Context: an optimization exercise on an open-source flow, tuned for small area, a short achievable clock period and few clock cycles. The choices shown serve that exercise and are no tape-out recipe.
In this exercise RTL edits were held to simulation tests only and were not proved equivalent to the original.

## design/flow/flow/run.sh

```bash
#!/bin/bash
# Standard layout, with timing repair aimed at a tighter clock than the
# 20 ns constraint (repair stops once setup slack reaches the margin), and
# plain buffers (not delay cells) on the ports.
set -euo pipefail
bash standard.sh SETUP_SLACK_MARGIN=13.5 "BUFFER_PORTS_ARGS=-buffer_cell sky130_fd_sc_hd__buf_2" finish > standard.log 2>&1
```

## design/flow/standard.sh

```bash
#!/bin/bash
# synth_recipe.tcl (not shown) runs the flow's synth.tcl, then flattens the netlist and writes it again
# the make line also repeats each setting of config.mk as NAME=value (left out here)
make -C /OpenROAD-flow-scripts/flow DESIGN_CONFIG=/design/flow/config.mk WORK_HOME=/design/flow/orfs CLKGATE_MAP_FILE= SYNTH_SCRIPT=/design/flow/synth_recipe.tcl "${@:-finish}"
```

## design/flow/config.mk

```make
export PLATFORM = sky130hd
export DESIGN_NAME = chk_block
export DESIGN_NICKNAME = chk_block
export VERILOG_FILES = /design/flow/design.v
export SDC_FILE = /design/flow/constraint.sdc
export NUM_CORES = 4
export LEC_CHECK = 0
export CAP_MARGIN = 20
export CORE_MARGIN = 2
export CORE_UTILIZATION = 45
export CTS_CLUSTER_DIAMETER = 70
export CTS_CLUSTER_SIZE = 30
export SLEW_MARGIN = 20
```

## design/flow/constraint.sdc

```tcl
create_clock -name core_clock -period 20.0 [get_ports {clk}]
set_input_delay 4.0000 -clock core_clock [delete_from_list [all_inputs] [get_ports {clk}]]
set_output_delay 4.0000 -clock core_clock [all_outputs]
set_load 0.01 [all_outputs]
```

## design/flow/design.v

```verilog
module ck_unit (
    input  wire [31:0] rl,
    input  wire [31:0] pl,
    input  wire [23:1] q,
    input  wire [23:0] dat,      
    input  wire [1:0]  cnt,
    output wire [31:0] rl_out
);
    wire [23:0] hi = (cnt == 2'd3 ? rl[31:8] :
                      cnt == 2'd2 ? {8'd0, rl[31:16]} : {16'd0, rl[31:24]}) ^ dat;
    wire [31:0] lo = cnt == 2'd3 ? {rl[7:0], 24'd0} :
                     cnt == 2'd2 ? {rl[15:0], 16'd0} : {rl[23:0], 8'd0};
    wire [23:0] qq = {q, 1'b1};
    wire [23:0] quo;
    genvar i, j, b;
    generate
        for (i = 0; i < 24; i = i + 1) begin : g_quo
            wire [23-i:0] t;
            for (j = 0; j <= 23 - i; j = j + 1) begin : g_t
                assign t[j] = qq[j] & hi[i+j];
            end
            assign quo[i] = ^t;
        end
        for (b = 0; b < 32; b = b + 1) begin : g_prod
            localparam integer N = (b < 24) ? b + 1 : 24;
            wire [N-1:0] t;
            for (j = 0; j < N; j = j + 1) begin : g_t
                assign t[j] = quo[j] & pl[b-j];
            end
            assign rl_out[b] = lo[b] ^ (^t);
        end
    endgenerate
endmodule
module ck_qinv (
    input  wire [31:0] pl,
    output wire [23:1] q
);
    function [23:0] pmul(input [23:0] a, input [23:0] b);
        integer k, m;
        reg [23:0] t;
        begin
            for (k = 0; k < 24; k = k + 1) begin
                t = 24'd0;
                for (m = 0; m <= k; m = m + 1)
                    t[m] = a[m] & b[k-m];
                pmul[k] = ^t;
            end
        end
    endfunction
    reg [23:0] f0, f1, f2, f3, f4;
    integer k;
    always @* begin
        f0 = 24'd1; f1 = 24'd1; f2 = 24'd1; f3 = 24'd1; f4 = 24'd1;
        for (k = 1; k < 24; k = k + 1) begin
            f0[k] = pl[32-k];
            if (2*k < 24) f1[2*k] = pl[32-k];
            if (4*k < 24) f2[4*k] = pl[32-k];
            if (8*k < 24) f3[8*k] = pl[32-k];
            if (16*k < 24) f4[16*k] = pl[32-k];
        end
    end
    wire [23:0] p01  = pmul(f0, f1);
    wire [23:0] p234 = pmul(pmul(f2, f3), f4);
    wire [23:0] qf   = pmul(p01, p234);
    assign q = qf[23:1];
endmodule
module chk_block (
    input  wire        clk,
    input  wire        rst,
    input  wire        req_valid,
    output wire        req_ready,
    input  wire [1:0]  req_op,
    input  wire [5:0]  req_addr,
    input  wire [2:0]  req_tenant,
    input  wire [31:0] req_wdata,
    input  wire [5:0]  wv_width,
    input  wire        wv_refin,
    input  wire        wv_refout,
    input  wire [2:0]  wv_fowner,
    input  wire [31:0] wv_poly,
    input  wire [31:0] wv_init,
    input  wire [31:0] wv_xorout,
    input  wire [31:0] wv_ref,
    output reg         rsp_valid,
    output reg  [1:0]  rsp_status,
    output wire [31:0] rsp_rdata
);
    localparam S_IDLE = 3'd0, S_PREP = 3'd1, S_FOLD = 3'd2, S_CMP = 3'd3, S_RFIN = 3'd4;
    localparam K_RUNW = 2'd0, K_FEED = 2'd1, K_CTRL = 2'd2;
    function [31:0] rev32(input [31:0] x);
        integer i;
        for (i = 0; i < 32; i = i + 1) rev32[i] = x[31-i];
    endfunction
    function [7:0] rev8(input [7:0] x);
        integer i;
        for (i = 0; i < 8; i = i + 1) rev8[i] = x[7-i];
    endfunction
    function [31:0] wmask(input [5:0] w);
        integer i;
        for (i = 0; i < 32; i = i + 1) wmask[i] = (w > i);
    endfunction
    function [31:0] vword(input [31:0] r, input [31:0] xl, input ro);
        vword = ro ? rev32(r ^ xl) : (r ^ xl);
    endfunction
    reg        u_def [0:3];
    reg [5:0]  u_w   [0:3];
    reg        u_ri  [0:3];
    reg        u_ro  [0:3];
    reg [2:0]  u_fo  [0:3];
    reg [8:0]  u_pl  [0:3];      
    reg [31:0] u_il  [0:3];
    reg [31:0] u_xl  [0:3];
    reg [31:0] u_rl  [0:3];
    reg [23:1] u_q   [0:3];
    reg [5:0]  s_w;
    reg        s_ri, s_ro;
    reg [2:0]  s_fo;
    reg [31:0] s_pl, s_il, s_xl, s_ref, s_run;
    reg [23:1] s_q;
    reg        s_bad;
    reg        s_isref;      
    reg [1:0]  s_u;          
    reg [1:0]  fcnt;
    reg [1:0]  s_rd;         
    reg [23:0] d_dat;
    reg [1:0]  d_cnt;
    reg [2:0]  state;
    reg        p_do;
    reg [1:0]  p_kind;
    reg [1:0]  p_u;
    reg [31:0] o_word;
    reg [7:0]  o_sh;
    function [11:0] shdec(input [4:0] n);
        begin
            shdec = 12'd0;
            shdec[8 + n[4:3]] = 1'b1;
            shdec[n[2:0]] = 1'b1;
        end
    endfunction
    function [31:0] cshift(input [31:0] x, input [11:0] sh);
        integer i, j;
        begin
            for (i = 0; i < 32; i = i + 1) begin
                cshift[i] = 1'b0;
                for (j = 0; j < 4; j = j + 1)
                    if (i + 8*j < 32) cshift[i] = cshift[i] | (sh[8+j] & x[i+8*j]);
            end
        end
    endfunction
    reg [31:0] sh_out;
    integer i2, j2;
    always @* begin
        for (i2 = 0; i2 < 32; i2 = i2 + 1) begin
            sh_out[i2] = 1'b0;
            for (j2 = 0; j2 < 8; j2 = j2 + 1)
                if (i2 + j2 < 32) sh_out[i2] = sh_out[i2] | (o_sh[j2] & o_word[i2+j2]);
        end
    end
    assign rsp_rdata = sh_out;
    assign req_ready = (state == S_IDLE);
    wire accept = req_valid && (state == S_IDLE);
    wire [1:0] u = req_addr[5:4];
    wire [3:0] r = req_addr[3:0];
    wire        m_def = u_def[u];
    wire [5:0]  m_w   = u_w[u];
    wire        m_ri  = u_ri[u];
    wire        m_ro  = u_ro[u];
    wire [2:0]  m_fo  = u_fo[u];
    wire [8:0]  m_pl  = u_pl[u];
    wire [31:0] m_il  = u_il[u];
    wire [31:0] m_xl  = u_xl[u];
    wire [31:0] m_rl  = u_rl[u];
    wire [23:1] m_q   = u_q[u];
    wire [11:0] u_shd [0:3];
    genvar gu;
    generate
        for (gu = 0; gu < 4; gu = gu + 1) begin : g_shd
            assign u_shd[gu] = shdec(5'd0 - u_w[gu][4:0]);
        end
    endgenerate
    wire [11:0] m_sh  = u_shd[u];
    wire [2:0]  m_foe = m_def ? m_fo : 3'd7;
    wire allowed = (req_tenant == 3'd4) || (req_tenant == m_foe);
    function [23:0] chk_bytes(input [1:0] n, input ri);
        begin
            case (n)
            2'd0:    chk_bytes = {8'h31, 8'h32, 8'h33};
            2'd1:    chk_bytes = {8'h34, 8'h35, 8'h36};
            default: chk_bytes = {8'h37, 8'h38, 8'h39};
            endcase
            if (ri) chk_bytes = {rev8(chk_bytes[23:16]), rev8(chk_bytes[15:8]),
                                 rev8(chk_bytes[7:0])};
        end
    endfunction
    function [23:0] feed_bytes(input [25:0] wd, input ri);
        reg [7:0] b0, b1, b2;
        begin
            b0 = ri ? rev8(wd[7:0])   : wd[7:0];
            b1 = ri ? rev8(wd[15:8])  : wd[15:8];
            b2 = ri ? rev8(wd[23:16]) : wd[23:16];
            case (wd[25:24])
            2'd3:    feed_bytes = {b0, b1, b2};
            2'd2:    feed_bytes = {8'd0, b0, b1};
            default: feed_bytes = {16'd0, b0};
            endcase
        end
    endfunction
    wire [31:0] fold_out;
    ck_unit u_eng (
        .rl(s_run), .pl(e_pl), .q(s_q), .dat(d_dat), .cnt(d_cnt), .rl_out(fold_out)
    );
    wire [4:0]  st_s  = 5'd0 - s_w[4:0];
    wire [31:0] shl_in = (state == S_PREP) ? s_il : s_ref;
    wire [31:0] shl_out = shl_in << st_s;
    wire [31:0] new_rl = (p_kind == K_RUNW) ? shl_out :
                         (p_kind == K_CTRL) ? s_il : fold_out;
    reg  [31:0] qv_in;
    integer j1;
    always @* begin
        qv_in = rev32(sh_out);
        if (state != S_PREP) begin
            qv_in[8:0] = 9'd0;
            for (j1 = 1; j1 < 24; j1 = j1 + 1) qv_in[32-j1] = s_q[j1];
        end
    end
    wire [23:1] qv_out;
    ck_qinv u_qinv (.pl(qv_in), .q(qv_out));
    wire [23:1] prep_q = qv_out;
    reg  [31:0] e_pl;        
    always @* begin
        e_pl = {23'd0, s_pl[8:0]};
        for (j1 = 1; j1 < 24; j1 = j1 + 1) e_pl[32-j1] = qv_out[j1];
    end
    wire [3:0]  hz = {4{p_do}} & (4'd1 << p_u);
    wire        hazard = hz[u];
    wire [31:0] m_rle  = hazard ? new_rl : m_rl;
    wire [31:0] wv_mask = wmask(wv_width);
    wire [11:0] wv_shd = shdec(5'd0 - wv_width[4:0]);
    wire static_ok =
        (wv_width >= 6'd3) && (wv_width <= 6'd32) && wv_poly[0] &&
        (((wv_poly | wv_init | wv_xorout) & ~wv_mask) == 32'd0) &&
        ((wv_fowner <= 3'd4) || (wv_fowner == 3'd7));
    wire [31:0] s_mask = wmask(s_w);
    wire cmp_ok = !s_bad && ((s_run ^ s_xl) == s_ref);
    wire guarded_rd = (r == 4'h4) || (r == 4'h7);
    wire run_wr     = (r == 4'h4) || (r == 4'h5) || (r == 4'h6);
    reg [31:0] rd_word;
    reg [11:0] rd_sh;
    always @* begin
        rd_word = m_rl;
        rd_sh = 12'd0;
        case (r)
        4'h0: begin
            rd_word = {21'd0, m_foe, m_ro & m_def, m_ri & m_def, m_def ? m_w : 6'd0};
            rd_sh = shdec(5'd0);
        end
        4'h1: ;      
        4'h2: begin rd_word = m_il; rd_sh = m_sh; end
        4'h3: begin rd_word = vword(32'd0, m_xl, m_ro); rd_sh = m_ro ? shdec(5'd0) : m_sh; end
        4'h4: begin rd_word = m_rl; rd_sh = m_sh; end
        4'h7: begin rd_word = vword(m_rl, m_xl, m_ro); rd_sh = m_ro ? shdec(5'd0) : m_sh; end
        default: ;
        endcase
        if ((!m_def && r != 4'h0) || (guarded_rd && !allowed) || r == 4'hD || r == 4'h1)
            rd_sh = 12'd0;
    end
    wire [31:0] rf_word = (s_rd == 2'd0) ? s_run :
                          (s_rd == 2'd1) ? vword(s_run, s_xl, s_ro) : e_pl;
    wire [11:0] rf_sh   = shdec((s_ro && s_rd == 2'd1) ? 5'd0 : st_s);
    wire [11:0] st_shd  = shdec(st_s);
    integer k;
    always @(posedge clk) begin
        if (rst) begin
            for (k = 0; k < 4; k = k + 1) u_def[k] <= 1'b0;
            state <= S_IDLE;
            rsp_valid <= 1'b0;
            p_do <= 1'b0;
        end else begin
            rsp_valid <= 1'b0;
            p_do <= 1'b0;
            case (state)
            S_IDLE: begin
                rsp_status <= 2'd0;
                if (accept) begin
                    if (req_op == 2'd0) begin
                        rsp_valid <= 1'b1;
                        if (guarded_rd && !allowed)
                            rsp_status <= 2'd1;
                        else if (guarded_rd && hazard) begin
                            rsp_valid <= 1'b0;
                            state <= S_RFIN;
                        end else if (r == 4'h1 && m_def) begin
                            rsp_valid <= 1'b0;
                            state <= S_RFIN;
                        end else if (r == 4'hD && m_def) begin
                            rsp_valid <= 1'b0;
                            state <= S_FOLD;
                        end
                    end else if (req_op == 2'd1) begin
                        rsp_valid <= 1'b1;
                        if (run_wr) begin
                            if (!allowed || !m_def || (r == 4'h5 && req_wdata[25:24] == 2'd0))
                                rsp_status <= 2'd1;
                            else
                                p_do <= (r != 4'h6) || req_wdata[0];
                        end
                    end else if (!static_ok) begin
                        rsp_valid <= 1'b1;
                        rsp_status <= 2'd2;
                    end else begin
                        state <= S_PREP;
                    end
                end
            end
            S_PREP: state <= S_FOLD;
            S_FOLD: if (fcnt == 2'd2) state <= s_isref ? S_RFIN : S_CMP;
            S_CMP: begin
                rsp_valid <= 1'b1;
                rsp_status <= cmp_ok ? 2'd0 : 2'd2;
                if (cmp_ok) u_def[s_u] <= 1'b1;
                p_do <= cmp_ok;
                state <= S_IDLE;
            end
            S_RFIN: begin
                rsp_valid <= 1'b1;
                rsp_status <= 2'd0;
                state <= S_IDLE;
            end
            default: state <= S_IDLE;
            endcase
        end
    end
    always @(posedge clk) begin
        if (p_do) u_rl[p_u] <= new_rl;
        o_word <= rd_word;
        o_sh <= 8'd0;
        s_run <= fold_out;
        d_dat <= chk_bytes(fcnt + 2'd1, s_ri);
        d_cnt <= 2'd3;
        case (state)
        S_IDLE: begin
            s_w   <= req_op[1] ? wv_width  : m_w;
            s_ri  <= req_op[1] ? wv_refin  : m_ri;
            s_ro  <= req_op[1] ? wv_refout : m_ro;
            s_pl  <= req_op[1] ? wv_poly   : {23'd0, m_pl};
            s_il  <= req_op[1] ? wv_init   : m_il;
            s_xl  <= req_op[1] ? wv_xorout : m_xl;
            s_ref <= req_op[1] ? wv_ref    : req_wdata;
            s_fo  <= wv_fowner;
            s_q   <= m_q;
            s_run <= r[3] ? m_il : m_rle;
            s_u   <= u;
            s_rd  <= (r == 4'h1) ? 2'd2 : {1'b0, r[0]};
            s_isref <= !req_op[1];
            d_dat <= r[3] ? chk_bytes(2'd0, m_ri) : feed_bytes(req_wdata[25:0], m_ri);
            d_cnt <= r[3] ? 2'd3 : req_wdata[25:24];
            fcnt  <= 2'd0;
            p_kind <= (r == 4'h4) ? K_RUNW : (r == 4'h5) ? K_FEED : K_CTRL;
            p_u   <= u;
            if (req_op[1]) begin
                o_word <= cshift(rev32(wv_poly), wv_shd);
                o_sh <= static_ok ? wv_shd[7:0] : 8'd0;
            end else begin
                o_word <= cshift(rd_word, rd_sh);
                o_sh <= req_op[0] ? 8'd0 : rd_sh[7:0];
            end
        end
        S_PREP: begin
            s_pl <= rev32(sh_out);
            s_q <= prep_q;
            s_il <= shl_out;
            s_run <= shl_out;
            o_word <= cshift(rev32(s_xl), st_shd);
            o_sh <= st_shd[7:0];
            d_dat <= chk_bytes(2'd0, s_ri);
        end
        S_FOLD: begin
            fcnt <= fcnt + 2'd1;
            if (!s_isref && fcnt == 2'd0) begin
                s_xl <= s_ro ? rev32(s_xl) : rev32(sh_out);
                s_ref <= s_ro ? rev32(s_ref) : shl_out;
                s_bad <= (s_ref & ~s_mask) != 32'd0;
            end
        end
        S_CMP: begin
            if (cmp_ok) begin
                u_w[s_u] <= s_w; u_ri[s_u] <= s_ri; u_ro[s_u] <= s_ro;
                u_fo[s_u] <= s_fo; u_pl[s_u] <= s_pl[8:0]; u_il[s_u] <= s_il;
                u_xl[s_u] <= s_xl; u_q[s_u] <= s_q;
            end
            p_kind <= K_CTRL;
            p_u <= s_u;
        end
        S_RFIN: begin
            o_word <= cshift(rf_word, rf_sh);
            o_sh <= rf_sh[7:0];
        end
        default: ;
        endcase
    end
endmodule
```

==> impl_metrics.env, run 1 <==
export IMPL_hold_start="s_pl[4]"
export IMPL_setup_viol=0
export IMPL_worst_pin_slew_ps=1243
export IMPL_yosysTopAreaCell="edfxtp_1"
export IMPL_clk_pin_slew_ps=110
export IMPL_fin_crit_ps=6599
export IMPL_grt_pass1_vias=49380
export IMPL_fmax_mhz=151.5
export IMPL_worstSetupPathType="in2reg"
export IMPL_layout_drive_gt1_share_pct=16.10
export IMPL_die_w_um=370.1
export IMPL_drtIter0Drc=9919
export IMPL_syn_instance_count=6188
export IMPL_slew_headroom_pct=17.13
export IMPL_hold_viol=0
export IMPL_netlist_area_leader_share_pct=35.50
export IMPL_maxCapViolations=0
export IMPL_ctsLongestPathBuffers=3
export IMPL_async_reset_ff_share_pct=0
export IMPL_nets=6443
export IMPL_required_ps=20630
export IMPL_grtUsageTotal_pct=40.29
export IMPL_avgSynthCellArea_um2=9.747
export IMPL_r2r_start="o_word[7]"
export IMPL_yosys_warnings=2
export IMPL_grt_start_max_net_pins=74
export IMPL_start_kind="input pin"
export IMPL_syn_area_um2=60320
export IMPL_tns_ps=0
export IMPL_ys_types=100
export IMPL_mostFrequentLayoutCells="889 x nand2_1, 713 x edfxtp_1, 621 x xnor2_1"
export IMPL_root_buffer="clkbuf_16"
export IMPL_cts_hold_buf=0
export IMPL_cts_made_buffers=60
export IMPL_skew_ps=69.97
export IMPL_rows=134
export IMPL_wl_per_cell_um=35.39
export IMPL_viasPerCell=6.838
export IMPL_r2r_cells=23
export IMPL_htreeDepth=2
export IMPL_holdPathEnd="u_pl[1][4]"
export IMPL_mostFrequentLayoutCell="nand2_1"
export IMPL_critPathArrivalTime_ps=7230
export IMPL_start_util_pct=45.25
export IMPL_path_max_fanout=67
export IMPL_hold_path_depth=0
export IMPL_ys_seq_area_share_pct=38.92
export IMPL_areaGrowthSynthToFinish_pct=12.24
export IMPL_timing_final_max_slew_violations=0
export IMPL_status="complete, no violations"
export IMPL_synth_top_flop_cell="edfxtp_1"
export IMPL_cts_tree="yes"
export IMPL_reg2reg_slack_ps=13590
export IMPL_place_area_um2=63580
export IMPL_core_um2=133300
export IMPL_first_pass_iters=7
export IMPL_drcViolationCount=0
export IMPL_syn_nets=6415
export IMPL_nFillCells=12050
export IMPL_hp_class="reg2reg"
export IMPL_cts_num_sinks=816
export IMPL_grt_pass1_wl_um=392000
export IMPL_dr_total_vias=55130
export IMPL_die_h_um=370.1
export IMPL_ios=221
export IMPL_timing_rr_end="u_rl[0][16]"
export IMPL_antenna_found_initial=24
export IMPL_synth_edf_count=713
export IMPL_gp_congestion=1.020
export IMPL_overflow=0
export IMPL_ant_nets=0
export IMPL_yosys_register_bits=816
export IMPL_period_share_pct=32.99
export IMPL_drt_total_wl_um=285400
export IMPL_cp_end_kind="flop"
export IMPL_fin_area_um2=67700
export IMPL_io_buffers=220
export IMPL_dp_hpwl_um=201500
export IMPL_clock_latency_ps=770
export IMPL_dieArea_um2=137000
export IMPL_rsz0062_at_grt="yes"
export IMPL_synth_area_leaders="edfxtp_1 35%, xnor2_1 9.5%, nand2_1 5.6%"
[state kept, by name (all words and copies together), names as in the netlist, 4 cells and up]
| signal | cells |
|---|---|
| s_xl | 32 |
| u_il | 128 |
| u_ro | 4 |
| u_q | 92 |
| u_pl | 36 |
| u_rl | 128 |
| u_ri | 4 |
| s_run | 32 |
| u_fo | 12 |
| s_ref | 32 |
| u_xl | 128 |
| d_dat | 24 |
| s_il | 32 |
| u_def | 4 |
| s_w | 6 |
| o_word | 32 |
| s_q | 23 |
| o_sh | 8 |
| u_w | 24 |
| s_pl | 9 |
[how the worst max path moves through the flow]
stage	from	endpoint	cells after the start
CTS	req_addr[4]	o_word[11]	16
floorplan	s_xl[5]	u_def[1]	11
detailed placement	req_addr[4]	o_word[13]	16
global route	req_addr[4]	o_word[10]	17
global placement	req_addr[4]	o_word[15]	16
finish	req_addr[3]	o_word[13]	13
[critical path: stages]
cell	delay, ps
buf_2	100
buf_6	230
inv_1	150
buf_6	360
nand2_2	190
buf_4	340
a22oi_1	450
o221ai_1	420
a221o_1	440
a21oi_4	120
o32ai_2	90
o22ai_1	140
nor2_1	70
[stage by stage]
step / std cells / hold WS [ps] / utilization [%] / setup WS [ps]
6_report: 8062 / 508.0 / 50.79 / 13400
4_1_cts: 8008 / 503.0 / 50.27 / 13500
3_3_place_gp: 7859 / 453.3 / 47.69 / 11220
5_1_grt: 8036 / 535.8 / 50.74 / 13350
3_5_place_dp: 7860 / 459.9 / 47.70 / 11190
2_1_floorplan: 6188 / 458.7 / - / 12890
[repair_timing]
| item | CTS | global route |
|---|---|---|
| setup endpoints to repair | 169 | 141 |
| pin swaps | 22 | 43 |
| cloned | 11 | 2 |
| buffers inserted | 24 | 24 |
| resized for setup | 88 | 76 |
[cell type report]
class                   instances  area [um^2]  share of cell area, %
clock inverters                53         1001                  1.478
flip-flops and latches        816        23490                  34.69
diodes                         27        67.56                0.09980
inverters                      85        331.6                 0.4898
multi-input cells            4769        35480                  52.40
clock buffers                  60         1501                  2.218
well taps                    1768         2212                  3.267
repair buffers                484         3621                  5.348
[kinds of logic (layout without fill, tap and decap cells)]
| logic type | count (synthesis) | after routing | share of synthesized area [%] |
|---|---|---|---|
| DFF | 816 | 816 | 38.92 |
| other | 0 | 27 | 0 |
| xor gates and xnor gates | 948 | 948 | 16.26 |
| AOI/OAI and AO/OA | 1364 | 1364 | 15.18 |
| buffers and inverters | 603 | 682 | 3.956 |
| and+or+nand+nor | 1948 | 1948 | 14.01 |
| adders and majority gates | 44 | 44 | 0.9044 |
| muxes | 465 | 465 | 10.78 |
[cell usage after synthesis, types with 42 or more instances]
master and number:
dfxtp_1 103, a221oi_1 65, mux2i_1 267, a211oi_1 83, edfxtp_1 713, ha_1 42
buf_2 42, o221ai_1 56, a21oi_1 260, a31oi_1 72, nand2b_1 47, nor2b_1 69
xor2_1 181, mux4_2 142, nor2_1 574, mux2_2 54, nor3_1 66, xnor2_1 657
buf_1 94, a22oi_1 167, xnor3_1 101, inv_1 77, nand2_1 896, nand3_1 56
o21ai_0 325, clkbuf_1 368
[routing by layer]
layer  track usage, %  vias to the layer above  wire, um
li1                 -                    22560         -
met1            55.34                    27220    109600
met2            56.04                     4459    115400
met3            13.27                      873     41950
met4            21.41                       16     18310
met5                0                        -       115
Testbench counts, summed over its fixed seeds: cycles 6,567.
==> inputs of run 2 (changes only) <==
--- a/design/flow/config.mk
+++ b/design/flow/config.mk
@@ -10,4 +10,2 @@
 export CORE_UTILIZATION = 45
-export CTS_CLUSTER_DIAMETER = 70
-export CTS_CLUSTER_SIZE = 30
 export SLEW_MARGIN = 20
==> impl_metrics.env, run 2 <==
export IMPL_status="complete, no violations"
export IMPL_avgSynthCellArea_um2=9.747
export IMPL_syn_area_um2=60320
export IMPL_rows=134
export IMPL_muxShareOfSynthArea_pct=10.78
export IMPL_core_um2=133300
export IMPL_fin_ws_ps=13370
export IMPL_clk_pin_slew_ps=60
export IMPL_dr_wl_met2_um=115100
export IMPL_die_h_um=370.1
export IMPL_synth_most_common_cell="nand2_1"
export IMPL_slew_headroom_pct=12.97
export IMPL_ant_nets=0
export IMPL_areaGrowthSynthToFinish_pct=13.19
export IMPL_fin_util_pct=51.22
export IMPL_syn_instance_count=6188
export IMPL_place_area_um2=63580
export IMPL_rsz0062_at_grt="yes"
export IMPL_start_util_pct=45.25
export IMPL_start_kind="input pin"
export IMPL_nets=6477
export IMPL_dp_hpwl_um=201500
export IMPL_path_max_fanout=67
export IMPL_r2r_cells=21
export IMPL_grt_start_max_net_pins=74
export IMPL_cp_end_kind="flop"
export IMPL_yosys_area_share_xor_xnor_pct=16.26
export IMPL_worst_pin_slew_ps=1305
export IMPL_grtUsageTotal_pct=40.47
export IMPL_syn_nets=6415
export IMPL_holdPathEnd="u_pl[0][4]"
export IMPL_route_met3_wl_um=43520
export IMPL_hp_class="reg2reg"
export IMPL_hold_path_depth=0
export IMPL_timing_rr_end="u_rl[2][23]"
export IMPL_r2r_start="state[1]"
export IMPL_yosys_warnings=2
export IMPL_die_w_um=370.1
export IMPL_grt_pass1_wl_um=393200
export IMPL_drt_total_wl_um=285600
export IMPL_setup_viol=0
export IMPL_drcViolationCount=0
export IMPL_clock_latency_ps=760
export IMPL_cts_num_sinks=816
export IMPL_async_reset_ff_share_pct=0
export IMPL_period_share_pct=33.16
export IMPL_timing_final_max_slew_violations=0
export IMPL_overflow=0
export IMPL_hold_viol=0
export IMPL_wl_per_cell_um=35.23
export IMPL_mostFrequentLayoutCells="886 x nand2_1, 713 x edfxtp_1, 622 x xnor2_1"
export IMPL_cts_tree="yes"
export IMPL_ys_seq_area_share_pct=38.92
export IMPL_synth_top_family_by_area="XOR/XNOR gates"
export IMPL_fin_area_um2=68270
export IMPL_critPathArrivalTime_ps=7240
export IMPL_fin_crit_ps=6632
export IMPL_grt_pass1_vias=49740
export IMPL_synth_compound_area_share_pct=15.18
export IMPL_yosysTopAreaCell="edfxtp_1"
export IMPL_reg2reg_slack_ps=13570
export IMPL_required_ps=20610
export IMPL_antenna_found_initial=20
export IMPL_yosys_register_bits=816
export IMPL_io_buffers=220
export IMPL_worstSetupPathType="in2reg"
export IMPL_synth_area_leaders="edfxtp_1 35%, xnor2_1 9.5%, nand2_1 5.6%"
export IMPL_ctsLongestPathBuffers=3
export IMPL_layout_drive_gt1_share_pct=16.47
export IMPL_reg_top3="u_il: 128 flops, u_rl: 128 flops, u_xl: 128 flops"
export IMPL_first_pass_iters=10
export IMPL_fmax_mhz=150.8
export IMPL_htreeDepth=3
export IMPL_cts_made_buffers=92
export IMPL_root_buffer="clkbuf_16"
export IMPL_dp_slack_ps=11190
export IMPL_nFillCells=12010
export IMPL_gp_congestion=1.020
export IMPL_holdWs_ps=492.9
export IMPL_synth_fa_ha_area_share_pct=0.9044
export IMPL_mostFrequentLayoutCell="nand2_1"
export IMPL_drtIter0Drc=9687
export IMPL_synthSimpleGateAreaFrac_pct=14.01
export IMPL_netlist_area_leader_share_pct=35.50
export IMPL_dr_total_vias=55070
export IMPL_synth_top_flop_cell="edfxtp_1"
export IMPL_maxCapViolations=0
export IMPL_skew_ps=86.13
export IMPL_synth_commonest_cells="896 x nand2_1, 713 x edfxtp_1, 657 x xnor2_1"
export IMPL_top_layer="met5"
export IMPL_tns_ps=0
export IMPL_ios=221
export IMPL_dieArea_um2=137000
export IMPL_ys_types=100
export IMPL_viasPerCell=6.792
export IMPL_synth_edf_count=713
export IMPL_hold_start="s_pl[4]"
export IMPL_wl_met1_um=108800
run 2: cell count changes in the layout (fill, tap and decap cells not counted), sizes merged, moves of 4 or more:
cell / previous run / this run
buf: 470 / 474
clkbuf: 68 / 124
bufinv: 0 / 6
diode: 27 / 11
inv: 118 / 88
clkinv: 20 / 39
clkinvlp: 0 / 7
run 2: final cells by class:
type	count	area [um^2]	area share, %
clock buffer	117	2540	3.720
clock inverter	55	624.3	0.9145
timing repair buffer	486	3631	5.318
tap	1768	2212	3.240
antenna	11	27.53	0.04032
sequential	816	23490	34.40
inverter	85	331.6	0.4857
multi-input combinational	4769	35420	51.88
run 2: metal layers:
metal,track usage (%),up-vias
met4,21.70,14
met1,54.56,27210
met2,56.00,4390
met5,0,-
met3,15.18,798
li1,-,22650
run 2: worst max-delay path by stage:
stage                start     endpoint  slack, ps  cells past startpoint
2_1_floorplan      s_xl[5]     u_def[1]      12890                     11
6_report       req_addr[3]   o_word[13]      13370                     13
5_1_grt        req_addr[4]    o_word[4]      13270                     18
4_1_cts           state[0]  u_rl[0][19]      13460                     25
3_3_place_gp   req_addr[4]   o_word[15]      11220                     16
3_5_place_dp   req_addr[4]   o_word[13]      11190                     16
run 2: timing repair:
item	CTS	global route
hold buffers	0	0
hold endpoints to repair	0	0
pin swaps	21	49
endpoints found under the setup margin	169	142
buffers inserted	21	31
gates cloned	10	2
gates resized for setup	86	80
run 2: through the flow:
| stage | instances |
|---|---|
| 2_1_floorplan | 6188 |
| 3_3_place_gp | 7859 |
| 3_5_place_dp | 7860 |
| 4_1_cts | 8063 |
| 5_1_grt | 8096 |
| 6_report | 8107 |
run 2: worst max-delay path, cell delays in order:
cell,delay [ps]
buf_2,100
buf_6,240
inv_1,140
buf_6,360
nand2_2,170
buf_4,320
a22oi_1,490
o221ai_1,460
a221o_1,450
a21oi_2,120
o32ai_2,100
o22ai_1,140
nor2_1,60
run 2: cell families after synthesis:
kind of cell / after synthesis
and+or+nand+nor: 1948
xor gates and xnor gates: 948
adders and majority gates: 44
DFF: 816
muxes: 465
buffers and inverters: 603
AOI/OAI and AO/OA: 1364
==> inputs of run 3 (changes only) <==
--- a/design/flow/flow/run.sh
+++ b/design/flow/flow/run.sh
@@ -5,2 +5,2 @@
 set -euo pipefail
-bash standard.sh SETUP_SLACK_MARGIN=13.5 "BUFFER_PORTS_ARGS=-buffer_cell sky130_fd_sc_hd__buf_2" finish > standard.log 2>&1
+bash standard.sh SETUP_SLACK_MARGIN=13 "BUFFER_PORTS_ARGS=-buffer_cell sky130_fd_sc_hd__buf_2" finish > standard.log 2>&1
--- a/design/flow/config.mk
+++ b/design/flow/config.mk
@@ -9,3 +9,3 @@
 export CORE_MARGIN = 2
-export CORE_UTILIZATION = 45
+export CORE_UTILIZATION = 30
 export SLEW_MARGIN = 20
==> impl_metrics.env, run 3 <==
export IMPL_synth_edf_count=713
export IMPL_wl_per_cell_um=33.58
export IMPL_ant_nets=0
export IMPL_path_max_fanout=25
export IMPL_grtUsageTotal_pct=28.35
export IMPL_clock_latency_ps=760
export IMPL_root_buffer="clkbuf_16"
export IMPL_ys_seq_area_share_pct=38.92
export IMPL_slew_headroom_pct=11.25
export IMPL_start_util_pct=30.18
export IMPL_cts_made_buffers=89
export IMPL_syn_instance_count=6188
export IMPL_antenna_found_initial=27
export IMPL_dieArea_um2=204700
export IMPL_synth_area_leaders="edfxtp_1 35%, xnor2_1 9.5%, nand2_1 5.6%"
export IMPL_setup_viol=0
export IMPL_drtIter0Drc=8929
export IMPL_reg_top3="u_il: 128 flops, u_rl: 128 flops, u_xl: 128 flops"
export IMPL_mostFrequentLayoutCells="892 x nand2_1, 713 x edfxtp_1, 628 x xnor2_1"
export IMPL_ios=221
export IMPL_synth_top_family_by_area="XOR/XNOR gates"
export IMPL_rows=164
export IMPL_fin_area_um2=68420
export IMPL_cp_end_kind="flop"
export IMPL_die_w_um=452.4
export IMPL_syn_nets=6415
export IMPL_mostFrequentLayoutCell="nand2_1"
export IMPL_grt_start_max_net_pins=109
export IMPL_layout_drive_gt1_share_pct=14.80
export IMPL_tns_ps=0
export IMPL_areaGrowthSynthToFinish_pct=13.43
export IMPL_grt_pass1_vias=50500
export IMPL_cts_hold_buf=0
export IMPL_rsz0062_at_grt="yes"
export IMPL_synth_fa_ha_area_share_pct=0.9044
export IMPL_io_buffers=220
export IMPL_overflow=0
export IMPL_synth_commonest_cells="896 x nand2_1, 713 x edfxtp_1, 657 x xnor2_1"
export IMPL_hp_class="reg2reg"
export IMPL_timing_final_max_slew_violations=0
export IMPL_cts_tree="yes"
export IMPL_clk_pin_slew_ps=60
export IMPL_hold_viol=0
export IMPL_netlist_area_leader_share_pct=35.50
export IMPL_maxCapViolations=0
export IMPL_synth_compound_area_share_pct=15.18
export IMPL_status="complete, no violations"
export IMPL_ctsLongestPathBuffers=3
export IMPL_period_share_pct=34.73
export IMPL_skew_ps=58.54
export IMPL_fmax_mhz=144.0
export IMPL_holdWs_ps=500.0
export IMPL_drcViolationCount=0
export IMPL_yosysTopAreaCell="edfxtp_1"
export IMPL_core_um2=199900
export IMPL_grt_pass1_wl_um=411600
export IMPL_muxShareOfSynthArea_pct=10.78
export IMPL_yosys_area_share_xor_xnor_pct=16.26
export IMPL_synthSimpleGateAreaFrac_pct=14.01
export IMPL_gp_congestion=1.019
export IMPL_yosys_warnings=2
export IMPL_viasPerCell=6.126
export IMPL_ys_types=100
export IMPL_die_h_um=452.4
export IMPL_dr_total_vias=54890
export IMPL_start_kind="input pin"
export IMPL_synth_top_flop_cell="edfxtp_1"
export IMPL_required_ps=20600
export IMPL_nets=6443
export IMPL_htreeDepth=3
export IMPL_cts_num_sinks=816
export IMPL_avgSynthCellArea_um2=9.747
export IMPL_first_pass_iters=7
export IMPL_syn_area_um2=60320
export IMPL_async_reset_ff_share_pct=0
export IMPL_fin_crit_ps=6947
export IMPL_synth_most_common_cell="nand2_1"
export IMPL_critPathArrivalTime_ps=7550
export IMPL_place_area_um2=64640
export IMPL_dp_hpwl_um=216200
export IMPL_drt_total_wl_um=300900
export IMPL_worst_pin_slew_ps=1322
export IMPL_worstSetupPathType="in2reg"
export IMPL_yosys_register_bits=816
run 3: cell count changes in the layout (fill, tap and decap cells not counted), moves of 7 or more:
cell,previous run,this run
a21oi_1,252,259
o21ai_1,20,12
a221oi_2,17,1
buf_6,14,7
a221oi_1,47,64
o21ai_0,311,322
a21oi_2,9,2
buf_4,229,213
bufinv_16,6,13
run 3: through the flow:
step	worst slack (ps)	cells	utilization, %
6_report	13050	8960	34.23
5_1_grt	12990	8947	34.22
4_1_cts	13000	8934	34.11
3_5_place_dp	11270	8757	32.34
3_3_place_gp	11200	8756	32.34
2_1_floorplan	12890	6188	-
run 3: final cells by class:
cell class / instances / area (um^2)
antenna: 14 / 35.03
clock buffer: 104 / 2360
clock inverter: 61 / 764.5
fill: 20240 / 131400
inverter: 85 / 339.1
multi-input combinational: 4769 / 34910
sequential: 816 / 23480
tap: 2656 / 3323
timing repair buffer: 454 / 3206
timing repair inverter: 1 / 5.005
run 3: kinds of logic after synthesis:
logic type,after synthesis
fa+ha+maj,44
mux,465
compound gates,1364
buf+inv,603
flops,816
xor+xnor,948
simple gates,1948
run 3: critical path, cell delays in order:
cell and delay [ps]:
clkbuf_16 220, buf_16 250, mux2_2 410, o21ai_4 190, nor2_1 100, xor2_1 150
a22o_1 280, or2_2 300, nor3b_2 190, a21boi_2 160, buf_4 260, a221o_1 360
a221oi_1 260, o22ai_1 130, a21oi_1 150, a21oi_1 90
run 3: worst paths after layout:
path / slack (ps) / depth (start not counted) / endpoint / from
hold reg to reg: 500 / 0 / u_fo[1][0] / s_fo[0]
setup / recovery: 13050 / 16 / o_word[1] / req_addr[5]
hold / removal: 500 / 0 / u_fo[1][0] / s_fo[0]
setup reg to reg: 13070 / 24 / u_rl[0][17] / state[1]
run 3: timing repair:
item | in CTS | in global routing
endpoints found under the setup margin | 157 | 126
gates cloned | 7 | 3
endpoints found under the hold margin | 0 | 0
resized for setup | 30 | 24
buffers inserted | 5 | 9
pin swaps | 4 | 7
run 3: per-layer routing:
layer  GRT usage [%]  vias to the layer above  part of all wire [%]
met2           41.03                     4175                    42
met5               0                        -                 0.079
met4           15.71                       26                   6.6
met3           8.214                      864                    13
met1           37.79                    27240                    39
li1                -                    22580                     -
==> inputs of run 4 (changes only) <==
--- a/design/flow/design.v
+++ b/design/flow/design.v
@@ -216,2 +216,3 @@
                          (p_kind == K_CTRL) ? s_il : fold_out;
+    reg         s_prep;      
     reg  [31:0] qv_in;
@@ -220,3 +221,3 @@
         qv_in = rev32(sh_out);
-        if (state != S_PREP) begin
+        if (!s_prep) begin
             qv_in[8:0] = 9'd0;
@@ -277,2 +278,3 @@
             p_do <= 1'b0;
+            s_prep <= 1'b0;
         end else begin
@@ -280,2 +282,3 @@
             p_do <= 1'b0;
+            s_prep <= 1'b0;
             case (state)
@@ -311,2 +314,3 @@
                         state <= S_PREP;
+                        s_prep <= 1'b1;
                     end
--- a/design/flow/flow/run.sh
+++ b/design/flow/flow/run.sh
@@ -5,2 +5,2 @@
 set -euo pipefail
-bash standard.sh SETUP_SLACK_MARGIN=13 "BUFFER_PORTS_ARGS=-buffer_cell sky130_fd_sc_hd__buf_2" finish > standard.log 2>&1
+bash standard.sh SETUP_SLACK_MARGIN=13.5 "BUFFER_PORTS_ARGS=-buffer_cell sky130_fd_sc_hd__buf_2" finish > standard.log 2>&1
--- a/design/flow/config.mk
+++ b/design/flow/config.mk
@@ -10,2 +10,4 @@
 export CORE_UTILIZATION = 30
+export CTS_CLUSTER_DIAMETER = 70
+export CTS_CLUSTER_SIZE = 30
 export SLEW_MARGIN = 20
==> impl_metrics.env, run 4 <==
export IMPL_status="complete, no violations"
export IMPL_maxCapViolations=0
export IMPL_critPathArrivalTime_ps=7140
export IMPL_syn_area_um2=61620
export IMPL_netlist_area_leader_share_pct=34.74
export IMPL_async_reset_ff_share_pct=0
export IMPL_grtUsageTotal_pct=32.96
export IMPL_layout_drive_gt1_share_pct=18.51
export IMPL_timing_rr_end="u_rl[0][31]"
export IMPL_clock_latency_ps=790
export IMPL_cp_end_kind="flop"
export IMPL_synth_compound_area_share_pct=15.65
export IMPL_areaGrowthSynthToFinish_pct=15.72
export IMPL_fin_crit_ps=6616
export IMPL_cts_made_buffers=76
export IMPL_timing_final_max_slew_violations=0
export IMPL_hold_path_depth=0
export IMPL_period_share_pct=33.08
export IMPL_slowest_stage="o211ai_1"
export IMPL_yosys_area_share_xor_xnor_pct=16.21
export IMPL_crit_path_cell_trace="buf_12 > or3_4 > a2111oi_4 > buf_4 > nand3_2 > a2111oi_4 > o221ai_2 > a21o_1 > or2_4 > nor2_4 > a31oi_4 > o211ai_1"
export IMPL_max_stage_delay_ps=770
export IMPL_rows=166
export IMPL_ant_nets=0
export IMPL_path_max_fanout=3
export IMPL_place_area_um2=66070
export IMPL_use_met2_pct=48.81
export IMPL_path_common_cell="a2111oi_4"
export IMPL_die_h_um=457.2
export IMPL_cts_num_sinks=817
export IMPL_mostFrequentLayoutCell="nand2_1"
export IMPL_synth_top_flop_cell="edfxtp_1"
export IMPL_synth_fa_ha_area_share_pct=0.8690
export IMPL_worst_pin_slew_ps=1433
export IMPL_path_depth=12
export IMPL_synthSimpleGateAreaFrac_pct=13.96
export IMPL_grt_pass1_wl_um=474000
export IMPL_yosysTopAreaCell="edfxtp_1"
export IMPL_holdWs_ps=513.6
export IMPL_skew_ps=76.69
export IMPL_die_w_um=457.2
export IMPL_gp_congestion=1.092
export IMPL_yosys_warnings=2
export IMPL_hold_viol=0
export IMPL_synth_commonest_cells="1,012 x nand2_1, 713 x edfxtp_1, 525 x xnor2_1"
export IMPL_cp_top_family="compound AO/OA/AOI/OAI gates"
export IMPL_grt_use_met1_pct=40.61
export IMPL_start_util_pct=30.15
export IMPL_reg_top3="u_il: 128 flops, u_rl: 128 flops, u_xl: 128 flops"
export IMPL_ys_seq_area_share_pct=38.12
export IMPL_mostFrequentLayoutCells="1,006 x nand2_1, 713 x edfxtp_1, 500 x xnor2_1"
export IMPL_clk_pin_slew_ps=100
export IMPL_required_ps=20530
export IMPL_drt_total_wl_um=356600
export IMPL_drtIter0Drc=8923
export IMPL_dpl_cell_count=8857
export IMPL_grt_pass1_vias=52450
export IMPL_syn_nets=6459
export IMPL_synth_edf_count=713
export IMPL_synth_most_common_cell="nand2_1"
export IMPL_rsz0062_at_grt="yes"
export IMPL_critPathLaunch="wv_init[18]"
export IMPL_reg2reg_slack_ps=13600
export IMPL_wl_per_cell_um=39.10
export IMPL_holdPathEnd="u_fo[3][1]"
export IMPL_layoutNonFillerInstCount=9120
export IMPL_slew_headroom_pct=3.821
export IMPL_fin_util_pct=34.89
export IMPL_ctsLongestPathBuffers=3
export IMPL_synth_top_family_by_area="XOR/XNOR gates"
export IMPL_viasPerCell=6.175
export IMPL_yosys_register_bits=817
export IMPL_dp_hpwl_um=261400
export IMPL_met3_usage_pct=8.330
export IMPL_syn_instance_count=6232
export IMPL_dieArea_um2=209100
export IMPL_grt_start_max_net_pins=68
export IMPL_cts_hold_buf=0
export IMPL_hp_class="reg2reg"
export IMPL_ios=221
export IMPL_io_buffers=220
export IMPL_muxShareOfSynthArea_pct=10.95
export IMPL_r2r_cells=16
export IMPL_root_buffer="clkbuf_16"
export IMPL_fin_area_um2=71310
export IMPL_r2r_start="s_run[18]"
export IMPL_antenna_found_initial=59
export IMPL_nets=6577
export IMPL_overflow=0
export IMPL_hold_start="s_fo[1]"
export IMPL_fmax_mhz=151.2
export IMPL_dp_slack_ps=11600
export IMPL_synth_area_leaders="edfxtp_1 35%, xnor2_1 7.5%, nand2_1 6.2%"
export IMPL_busiest_layer="met2"
export IMPL_cts_tree="yes"
export IMPL_first_pass_iters=9
export IMPL_avgSynthCellArea_um2=9.888
export IMPL_ys_types=107
export IMPL_drcViolationCount=0
export IMPL_crit_buf_inv=2
export IMPL_dr_total_vias=56320
export IMPL_core_um2=204400
export IMPL_tns_ps=0
export IMPL_htreeDepth=3
export IMPL_fin_ws_ps=13380
export IMPL_worstSetupPathType="in2reg"
export IMPL_setup_viol=0
export IMPL_start_kind="input pin"
[run 4: changes by cell type after synthesis, sizes merged, moves of 35 or more]
cell    previous run  this run
o22ai             40        79
xnor3            101       146
nand2            898      1013
a221oi            65        28
buf              147       200
clkbuf           371       329
o21ai            335       398
nor2             580       433
nand3             56        91
xnor2            660       534
[run 4: final cells by class]
type                            instances  area (um^2)
Multi-Input combinational cell       4819        36810
Timing Repair Buffer                  566         4190
Clock buffer                           76         1902
Inverter                               70        285.3
Sequential cell                       817        23500
Fill cell                           20690       133100
Tap cell                             2688         3363
Clock inverter                         66         1217
Antenna cell                           18        45.04
[run 4: worst max path at each step]
stage                 to
2_1_floorplan   u_def[1]
3_3_place_gp      s_prep
3_5_place_dp   o_word[3]
4_1_cts          o_sh[0]
5_1_grt          o_sh[0]
6_report         o_sh[0]
[run 4: logic make-up after synthesis]
logic type,after synthesis
AOI/OAI and AO/OA,1456
xor gates and xnor gates,874
adders and majority gates,43
DFF,817
and+or+nand+nor,1960
muxes,483
buffers and inverters,599
[run 4: routing by layer]
| metal | part of all wire (%) | vias to the layer above |
|---|---|---|
| met2 | 43 | 3827 |
| met4 | 9.8 | 30 |
| met3 | 9.8 | 984 |
| met5 | 0.054 | - |
| li1 | - | 23030 |
| met1 | 38 | 28440 |
[run 4: timing repair]
action                                  CTS  global route
endpoints found under the setup margin  182           144
pin swaps                                31            39
resized for setup                       131            99
setup buffers                            52            41
gates cloned                              7             3
Testbench counts of run 4, summed over its fixed seeds: cycles 6,567.
==> inputs of run 5 (changes only) <==
--- a/design/flow/config.mk
+++ b/design/flow/config.mk
@@ -9,3 +9,3 @@
 export CORE_MARGIN = 2
-export CORE_UTILIZATION = 30
+export CORE_UTILIZATION = 45
 export CTS_CLUSTER_DIAMETER = 70
@@ -13 +13,2 @@
 export SLEW_MARGIN = 20
+export TNS_END_PERCENT = 10
==> impl_metrics.env, run 5 <==
export IMPL_layoutNonFillerInstCount=8053
export IMPL_nets=6434
export IMPL_dpl_cell_count=7887
export IMPL_drt_total_wl_um=295000
export IMPL_layout_drive_gt1_share_pct=15.27
export IMPL_path_max_fanout=14
export IMPL_antenna_found_initial=19
export IMPL_slowest_stage="o211ai_1"
export IMPL_rsz0062_at_grt="yes"
export IMPL_grtUsageTotal_pct=40.82
export IMPL_dr_total_vias=55480
export IMPL_syn_area_um2=61620
export IMPL_htreeDepth=3
export IMPL_grt_pass1_vias=50250
export IMPL_cp_top_family="compound AO/OA/AOI/OAI gates"
export IMPL_period_share_pct=33.05
export IMPL_ctsLongestPathBuffers=3
export IMPL_areaGrowthSynthToFinish_pct=10.51
export IMPL_dp_hpwl_um=207400
export IMPL_syn_instance_count=6232
export IMPL_ys_seq_area_share_pct=38.12
export IMPL_yosys_register_bits=817
export IMPL_yosys_warnings=2
export IMPL_viasPerCell=6.889
export IMPL_ys_types=107
export IMPL_crit_path_cell_trace="buf_2 > inv_1 > nand2b_2 > a22oi_1 > nor4_1 > nand3_1 > nor3_2 > o221ai_1 > a21o_1 > or2_4 > nor2_4 > a31oi_4 > o211ai_1"
export IMPL_mostFrequentLayoutCell="nand2_1"
export IMPL_fin_util_pct=50.21
export IMPL_grt_start_max_net_pins=109
export IMPL_max_stage_delay_ps=680
export IMPL_netlist_area_leader_share_pct=34.74
export IMPL_synth_top_family_by_area="XOR/XNOR gates"
export IMPL_route_met3_wl_um=40120
export IMPL_fmax_mhz=151.3
export IMPL_synth_fa_ha_area_share_pct=0.8690
export IMPL_tns_ps=0
export IMPL_skew_ps=83.48
export IMPL_worst_pin_slew_ps=1264
export IMPL_start_kind="input pin"
export IMPL_cts_made_buffers=67
export IMPL_rows=135
export IMPL_syn_nets=6459
export IMPL_ios=221
export IMPL_synth_most_common_cell="nand2_1"
export IMPL_reg_top3="u_il: 128 flops, u_rl: 128 flops, u_xl: 128 flops"
export IMPL_first_pass_iters=9
export IMPL_synth_commonest_cells="1,012 x nand2_1, 713 x edfxtp_1, 525 x xnor2_1"
export IMPL_status="complete, no violations"
export IMPL_drcViolationCount=0
export IMPL_die_w_um=374.1
export IMPL_yosys_area_share_xor_xnor_pct=16.21
export IMPL_timing_final_max_slew_violations=0
export IMPL_wl_met1_um=110300
export IMPL_grt_pass1_wl_um=403800
export IMPL_fin_crit_ps=6609
export IMPL_root_buffer="clkbuf_16"
export IMPL_dr_wl_met2_um=122100
export IMPL_io_buffers=220
export IMPL_dieArea_um2=139900
export IMPL_cp_end_kind="flop"
export IMPL_maxCapViolations=0
export IMPL_hp_class="reg2reg"
export IMPL_worstSetupPathType="in2reg"
export IMPL_critPathLaunch="wv_width[2]"
export IMPL_yosysTopAreaCell="edfxtp_1"
export IMPL_wl_per_cell_um=36.63
export IMPL_cts_num_sinks=817
export IMPL_cts_tree="yes"
export IMPL_crit_buf_inv=2
export IMPL_synth_edf_count=713
export IMPL_ant_nets=0
export IMPL_synth_area_leaders="edfxtp_1 35%, xnor2_1 7.5%, nand2_1 6.2%"
export IMPL_critPathArrivalTime_ps=7140
export IMPL_hold_start="s_fo[0]"
export IMPL_synth_top_flop_cell="edfxtp_1"
export IMPL_setup_viol=0
export IMPL_async_reset_ff_share_pct=0
export IMPL_drtIter0Drc=9688
export IMPL_clk_pin_slew_ps=90
export IMPL_mostFrequentLayoutCells="1,006 x nand2_1, 713 x edfxtp_1, 509 x xnor2_1"
export IMPL_clock_latency_ps=750
export IMPL_synthSimpleGateAreaFrac_pct=13.96
export IMPL_start_util_pct=45.43
export IMPL_slew_headroom_pct=14.82
export IMPL_required_ps=20530
export IMPL_top_layer="met5"
export IMPL_hold_viol=0
export IMPL_r2r_start="o_sh[5]"
export IMPL_synth_compound_area_share_pct=15.65
export IMPL_avgSynthCellArea_um2=9.888
export IMPL_overflow=0
export IMPL_core_um2=135600
export IMPL_die_h_um=374.1
export IMPL_gp_congestion=1.048
export IMPL_muxShareOfSynthArea_pct=10.95
[run 5: final timing paths]
path | endpoint | depth (start not counted) | slack (ps)
setup / recovery | o_sh[0] | 13 | 13390
hold reg to reg | u_fo[2][0] | 0 | 540
setup reg to reg | u_rl[0][23] | 20 | 13540
hold / removal | u_fo[2][0] | 0 | 540
[run 5: logic make-up (layout without fill, tap and decap cells)]
kind of cell    count (synthesis)  after routing
other cells                     0             10
buf+inv                       599            622
compound gates               1456           1457
simple gates                 1960           1962
fa+ha+maj                      43             43
mux                           483            486
flops                         817            817
xor+xnor                      874            875
[run 5: timing repair]
item                                    CTS  global route
setup buffers                            11             7
pin swaps                                 9             9
hold buffers                              0             0
gates resized for setup                  73            52
endpoints found under the setup margin  213           139
cloned                                   13             0
endpoints found under the hold margin     0             0
[run 5: final cells by class]
cell class | instances | area [um^2]
Clock buffer | 68 | 1682
Multi-Input combinational cell | 4823 | 36280
Sequential cell | 817 | 23500
Inverter | 70 | 271.5
Timing Repair Buffer | 428 | 3043
Antenna cell | 10 | 25.02
Clock inverter | 56 | 1067
Tap cell | 1781 | 2228
Fill cell | 12330 | 67540
[run 5: per-layer routing]
metal  vias to the layer above  track usage [%]
li1                      22730                -
met1                     27400            53.89
met2                      4434            58.30
met3                       894            13.11
met4                        12            24.47
met5                         -                0
[run 5: per-stage QoR]
step	hold WS, ps	setup WS [ps]	cell area, um^2
after floorplan	458.7	13030	61680
after global placement	502.0	11210	64290
after detailed placement	513.6	11160	64300
after CTS	535.6	13260	67750
after global routing	551.8	13350	68070
final	536.9	13390	68100
==> inputs of run 6 (changes only) <==
--- a/design/flow/design.v
+++ b/design/flow/design.v
@@ -216,3 +216,2 @@
                          (p_kind == K_CTRL) ? s_il : fold_out;
-    reg         s_prep;      
     reg  [31:0] qv_in;
@@ -221,3 +220,3 @@
         qv_in = rev32(sh_out);
-        if (!s_prep) begin
+        if (state != S_PREP) begin
             qv_in[8:0] = 9'd0;
@@ -278,3 +277,2 @@
             p_do <= 1'b0;
-            s_prep <= 1'b0;
         end else begin
@@ -282,3 +280,2 @@
             p_do <= 1'b0;
-            s_prep <= 1'b0;
             case (state)
@@ -314,3 +311,2 @@
                         state <= S_PREP;
-                        s_prep <= 1'b1;
                     end
--- a/design/flow/config.mk
+++ b/design/flow/config.mk
@@ -7,3 +7,3 @@
 export LEC_CHECK = 0
-export CAP_MARGIN = 20
+export CAP_MARGIN = 10
 export CORE_MARGIN = 2
@@ -12,3 +12,2 @@
 export CTS_CLUSTER_SIZE = 30
-export SLEW_MARGIN = 20
-export TNS_END_PERCENT = 10
+export SLEW_MARGIN = 10
==> impl_metrics.env, run 6 <==
export IMPL_overflow=0
export IMPL_nFillCells=12090
export IMPL_dp_slack_ps=11170
export IMPL_drt_total_wl_um=285100
export IMPL_wl_per_cell_um=35.42
export IMPL_core_um2=133300
export IMPL_period_share_pct=32.83
export IMPL_ctsLongestPathBuffers=3
export IMPL_layout_drive_gt1_share_pct=16.04
export IMPL_mostFrequentLayoutCells="888 x nand2_1, 713 x edfxtp_1, 624 x xnor2_1"
export IMPL_slew_headroom_pct=13.32
export IMPL_grt_start_max_net_pins=74
export IMPL_grt_use_met1_pct=55.07
export IMPL_reg_top3="u_il: 128 flops, u_rl: 128 flops, u_xl: 128 flops"
export IMPL_syn_area_um2=60320
export IMPL_cts_hold_buf=0
export IMPL_setup_viol=0
export IMPL_start_kind="input pin"
export IMPL_ant_nets=0
export IMPL_status="complete, no violations"
export IMPL_areaGrowthSynthToFinish_pct=12.03
export IMPL_holdWs_ps=505.7
export IMPL_gp_congestion=1.020
export IMPL_synth_edf_count=713
export IMPL_cts_num_sinks=816
export IMPL_fin_util_pct=50.70
export IMPL_hp_class="reg2reg"
export IMPL_synth_top_flop_cell="edfxtp_1"
export IMPL_mostFrequentLayoutCell="nand2_1"
export IMPL_cts_made_buffers=66
export IMPL_yosys_register_bits=816
export IMPL_path_max_fanout=67
export IMPL_worst_pin_slew_ps=1287
export IMPL_multi_input_area_um2=35420
export IMPL_dp_hpwl_um=201500
export IMPL_avgSynthCellArea_um2=9.747
export IMPL_met3_usage_pct=13.84
export IMPL_rows=134
export IMPL_drtIter0Drc=9799
export IMPL_clock_latency_ps=730
export IMPL_yosys_warnings=2
export IMPL_ys_types=100
export IMPL_syn_instance_count=6188
export IMPL_io_buffers=220
export IMPL_cts_tree="yes"
export IMPL_synth_commonest_cells="896 x nand2_1, 713 x edfxtp_1, 657 x xnor2_1"
export IMPL_dr_total_vias=54960
export IMPL_critPathArrivalTime_ps=7170
export IMPL_worstSetupPathType="in2reg"
export IMPL_drcViolationCount=0
export IMPL_syn_nets=6415
export IMPL_htreeDepth=3
export IMPL_synth_area_leaders="edfxtp_1 35%, xnor2_1 9.5%, nand2_1 5.6%"
export IMPL_viasPerCell=6.827
export IMPL_synth_most_common_cell="nand2_1"
export IMPL_hold_viol=0
export IMPL_ios=221
export IMPL_grt_pass1_wl_um=390100
export IMPL_fin_ws_ps=13430
export IMPL_yosysTopAreaCell="edfxtp_1"
export IMPL_maxCapViolations=0
export IMPL_required_ps=20610
export IMPL_grt_pass1_vias=49210
export IMPL_netlist_area_leader_share_pct=35.50
export IMPL_root_buffer="clkbuf_16"
export IMPL_rsz0062_at_grt="yes"
export IMPL_seq_area_um2=23490
export IMPL_fin_crit_ps=6567
export IMPL_dieArea_um2=137000
export IMPL_skew_ps=57.86
export IMPL_tns_ps=0
export IMPL_die_h_um=370.1
export IMPL_timing_final_max_slew_violations=0
export IMPL_ys_seq_area_share_pct=38.92
export IMPL_fmax_mhz=152.3
export IMPL_die_w_um=370.1
export IMPL_first_pass_iters=7
export IMPL_start_util_pct=45.25
export IMPL_async_reset_ff_share_pct=0
export IMPL_nets=6441
export IMPL_grtUsageTotal_pct=40.21
export IMPL_clk_pin_slew_ps=100
export IMPL_use_met2_pct=55.60
export IMPL_cp_end_kind="flop"
export IMPL_busiest_layer="met2"
export IMPL_antenna_found_initial=25
-- run 6: metal layers --
layer | wire length (um) | vias up
met2 | 115200 | 4489
met1 | 108400 | 27060
met4 | 18350 | 22
li1 | - | 22540
met5 | 448 | -
met3 | 42660 | 851
-- run 6: path summary, 6_finish.rpt --
check	startpoint	to	slack (ps)	cells past startpoint
worst min-delay path	s_pl[4]	u_pl[1][4]	510	0
worst max-delay path	req_addr[3]	o_word[8]	13430	13
worst max register to register	state[1]	s_run[22]	13590	20
worst min register to register	s_pl[4]	u_pl[1][4]	510	0
-- run 6: final cells by class --
cell class / count / share of cell area (%)
multi-input cells: 4769 / 52.42
well taps: 1768 / 3.274
inverters: 85 / 0.4907
flip-flops and latches: 816 / 34.76
clock buffers: 74 / 2.611
diodes: 15 / 0.05555
clock inverters: 47 / 1.202
repair buffers: 476 / 5.186
-- run 6: cell families after synthesis --
family	synth area share (%)
buffers and inverters	3.956
multiplexers	10.78
AO/OA/AOI/OAI	15.18
AND/OR/NAND/NOR	14.01
flip-flops	38.92
adder cells (fa/ha/maj)	0.9044
XOR/XNOR	16.26
-- run 6: per-stage QoR --
stage,cell area (um^2),instances
2_1_floorplan,60720,6188
3_3_place_gp,63570,7859
3_5_place_dp,63570,7859
4_1_cts,66960,8014
5_1_grt,67540,8036
6_report,67570,8050
-- run 6: worst max-delay path: stages --
cell      delay [ps]
buf_2            100
buf_6            240
inv_1            140
buf_6            360
nand2_2          180
buf_4            330
a21oi_1          410
o211ai_1         220
o22a_1           260
a221o_1          350
a21oi_1          120
o32ai_1           90
o221a_2          280
-- run 6: what timing repair did --
item / in CTS / in global routing
pin swaps: 18 / 42
resized for setup: 85 / 69
setup buffers: 26 / 17
setup endpoints to repair: 170 / 134
cloned: 8 / 4
Testbench counts of run 6, summed over its fixed seeds: cycles 6,567.
==> inputs of run 7 (changes only) <==
--- a/design/flow/config.mk
+++ b/design/flow/config.mk
@@ -13 +13,2 @@
 export SLEW_MARGIN = 10
+export TNS_END_PERCENT = 10
==> impl_metrics.env, run 7 <==
export IMPL_path_depth=15
export IMPL_muxShareOfSynthArea_pct=10.78
export IMPL_drtIter0Drc=10400
export IMPL_cp_end_kind="flop"
export IMPL_timing_rr_end="u_rl[0][20]"
export IMPL_crit_path_cell_trace="clkbuf_16 > mux2_2 > o21ai_4 > buf_4 > a21oi_1 > o22ai_1 > a22o_1 > or2_4 > nor3b_4 > nand2_2 > a211oi_4 > clkbuf_4 > a221oi_1 > a311oi_1 > o32a_1"
export IMPL_path_max_fanout=22
export IMPL_skew_ps=81.08
export IMPL_wl_per_cell_um=35.51
export IMPL_viasPerCell=6.870
export IMPL_maxCapViolations=0
export IMPL_synth_edf_count=713
export IMPL_avgSynthCellArea_um2=9.747
export IMPL_antenna_found_initial=25
export IMPL_dieArea_um2=137000
export IMPL_drcViolationCount=0
export IMPL_grt_pass1_wl_um=392200
export IMPL_synth_most_common_cell="nand2_1"
export IMPL_grtUsageTotal_pct=40.49
export IMPL_dr_total_vias=55500
export IMPL_nets=6458
export IMPL_yosys_warnings=2
export IMPL_die_h_um=370.1
export IMPL_ios=221
export IMPL_critPathLaunch="req_addr[5]"
export IMPL_timing_final_max_slew_violations=0
export IMPL_synthSimpleGateAreaFrac_pct=14.01
export IMPL_fin_area_um2=67640
export IMPL_io_buffers=220
export IMPL_cp_top_family="compound AO/OA/AOI/OAI gates"
export IMPL_yosysTopAreaCell="edfxtp_1"
export IMPL_netlist_area_leader_share_pct=35.50
export IMPL_slew_headroom_pct=18.67
export IMPL_drt_total_wl_um=286900
export IMPL_synth_compound_area_share_pct=15.18
export IMPL_cts_hold_buf=0
export IMPL_syn_area_um2=60320
export IMPL_route_met3_wl_um=45120
export IMPL_status="complete, no violations"
export IMPL_mostFrequentLayoutCells="892 x nand2_1, 713 x edfxtp_1, 624 x xnor2_1"
export IMPL_fin_crit_ps=6691
export IMPL_grt_start_max_net_pins=82
export IMPL_yosys_register_bits=816
export IMPL_gp_congestion=1.029
export IMPL_ys_seq_area_share_pct=38.92
export IMPL_reg2reg_slack_ps=13350
export IMPL_start_kind="input pin"
export IMPL_syn_nets=6415
export IMPL_cts_num_sinks=816
export IMPL_wl_met1_um=108100
export IMPL_seq_area_um2=23480
export IMPL_grt_pass1_vias=49670
export IMPL_synth_fa_ha_area_share_pct=0.9044
export IMPL_synth_top_flop_cell="edfxtp_1"
export IMPL_mostFrequentLayoutCell="nand2_1"
export IMPL_layout_drive_gt1_share_pct=15.60
export IMPL_root_buffer="clkbuf_16"
export IMPL_cts_tree="yes"
export IMPL_rows=134
export IMPL_ctsLongestPathBuffers=3
export IMPL_r2r_start="state[2]"
export IMPL_async_reset_ff_share_pct=0
export IMPL_slowest_stage="a211oi_4"
export IMPL_tns_ps=0
export IMPL_clk_pin_slew_ps=80
[run 7: cell type report]
cell class	instances	share of cell area (%)
flip-flops and latches	816	34.71
repair buffers	489	5.477
clock inverters	50	1.208
multi-input cells	4770	52.09
diodes	24	0.08879
inverters	85	0.4976
well taps	1768	3.271
clock buffers	77	2.660
[run 7: kinds of logic after synthesis]
kind of cell	after synthesis
xor+xnor	948
fa+ha+maj	44
flops	816
mux	465
buf+inv	603
simple gates	1948
compound gates	1364
[run 7: per-layer routing]
layer | track usage [%] | vias up
li1 | - | 22630
met2 | 56.05 | 4718
met4 | 20.95 | 14
met5 | 0 | -
met3 | 15.50 | 902
met1 | 54.64 | 27240
[run 7: how the worst min path moves through the flow]
| stage | from | depth (start not counted) | endpoint | slack (ps) |
|---|---|---|---|---|
| after CTS | s_fo[0] | 0 | u_fo[3][0] | 530 |
| after global routing | s_fo[0] | 0 | u_fo[3][0] | 560 |
| after floorplan | s_fo[0] | 0 | u_fo[0][0] | 460 |
| after detailed placement | s_fo[0] | 0 | u_fo[3][0] | 510 |
| final | s_fo[2] | 0 | u_fo[0][2] | 530 |
| after global placement | s_fo[0] | 0 | u_fo[3][0] | 510 |
[run 7: per-stage QoR]
stage	util (%)	hold WS [ps]	std cells	worst slack, ps
final	50.74	533.0	8079	13310
after floorplan	-	458.7	6188	12890
after detailed placement	47.65	513.4	7874	11110
after CTS	50.37	533.6	8036	13460
after global routing	50.70	560.7	8057	13310
after global placement	47.65	508.2	7874	11080
[run 7: timing repair]
action                     in CTS  in global routing
gates cloned                   12                  2
setup endpoints to repair     220                143
setup buffers                  23                 17
gates resized for setup        84                 56
pin swaps                      22                 40

-- what the ideal ports hide --
The results above use ideal ports. As a check the final layouts listed here were re-extracted and re-timed, cells and wires unchanged. Step 1 (the two cells are an assumption about what drives the block):
set clk [get_ports {clk}]
set_driving_cell -lib_cell sky130_fd_sc_hd__clkbuf_16 $clk
set_driving_cell -lib_cell sky130_fd_sc_hd__buf_2 [delete_from_list [all_inputs] $clk]
Step 2, shift: input delay + t, output delay - t, t = (earliest + latest rising clock arrival at the registers) / 2. This alone moves slack from input paths to output paths. a / b / c = no drivers / after step 1 / after step 2; a / b = the first two.
| run | t, ns | setup WS [ns] | pins driven straight from the clock port |
|---|---|---|---|
| run 1 | 0.822 | 13.401 / 13.255 / 12.433 | 1 |
| run 2 | 0.796 | 13.368 / 13.181 / 12.384 | 1 |
| run 3 | 0.807 | 13.053 / 12.749 / 11.942 | 1 |
| run 4 | 0.841 | 13.384 / 13.354 / 12.513 | 1 |
| run 5 | 0.787 | 13.391 / 13.252 / 12.465 | 1 |
| run 6 | 0.788 | 13.433 / 13.325 / 12.537 | 1 |
| run 7 | 0.774 | 13.309 / 13.154 / 12.379 | 1 |
After both steps every run listed still meets setup and hold. For run 3, which loses most, drivers alone change the setup slack by -0.304 ns; drivers and shift together by -1.111 ns.
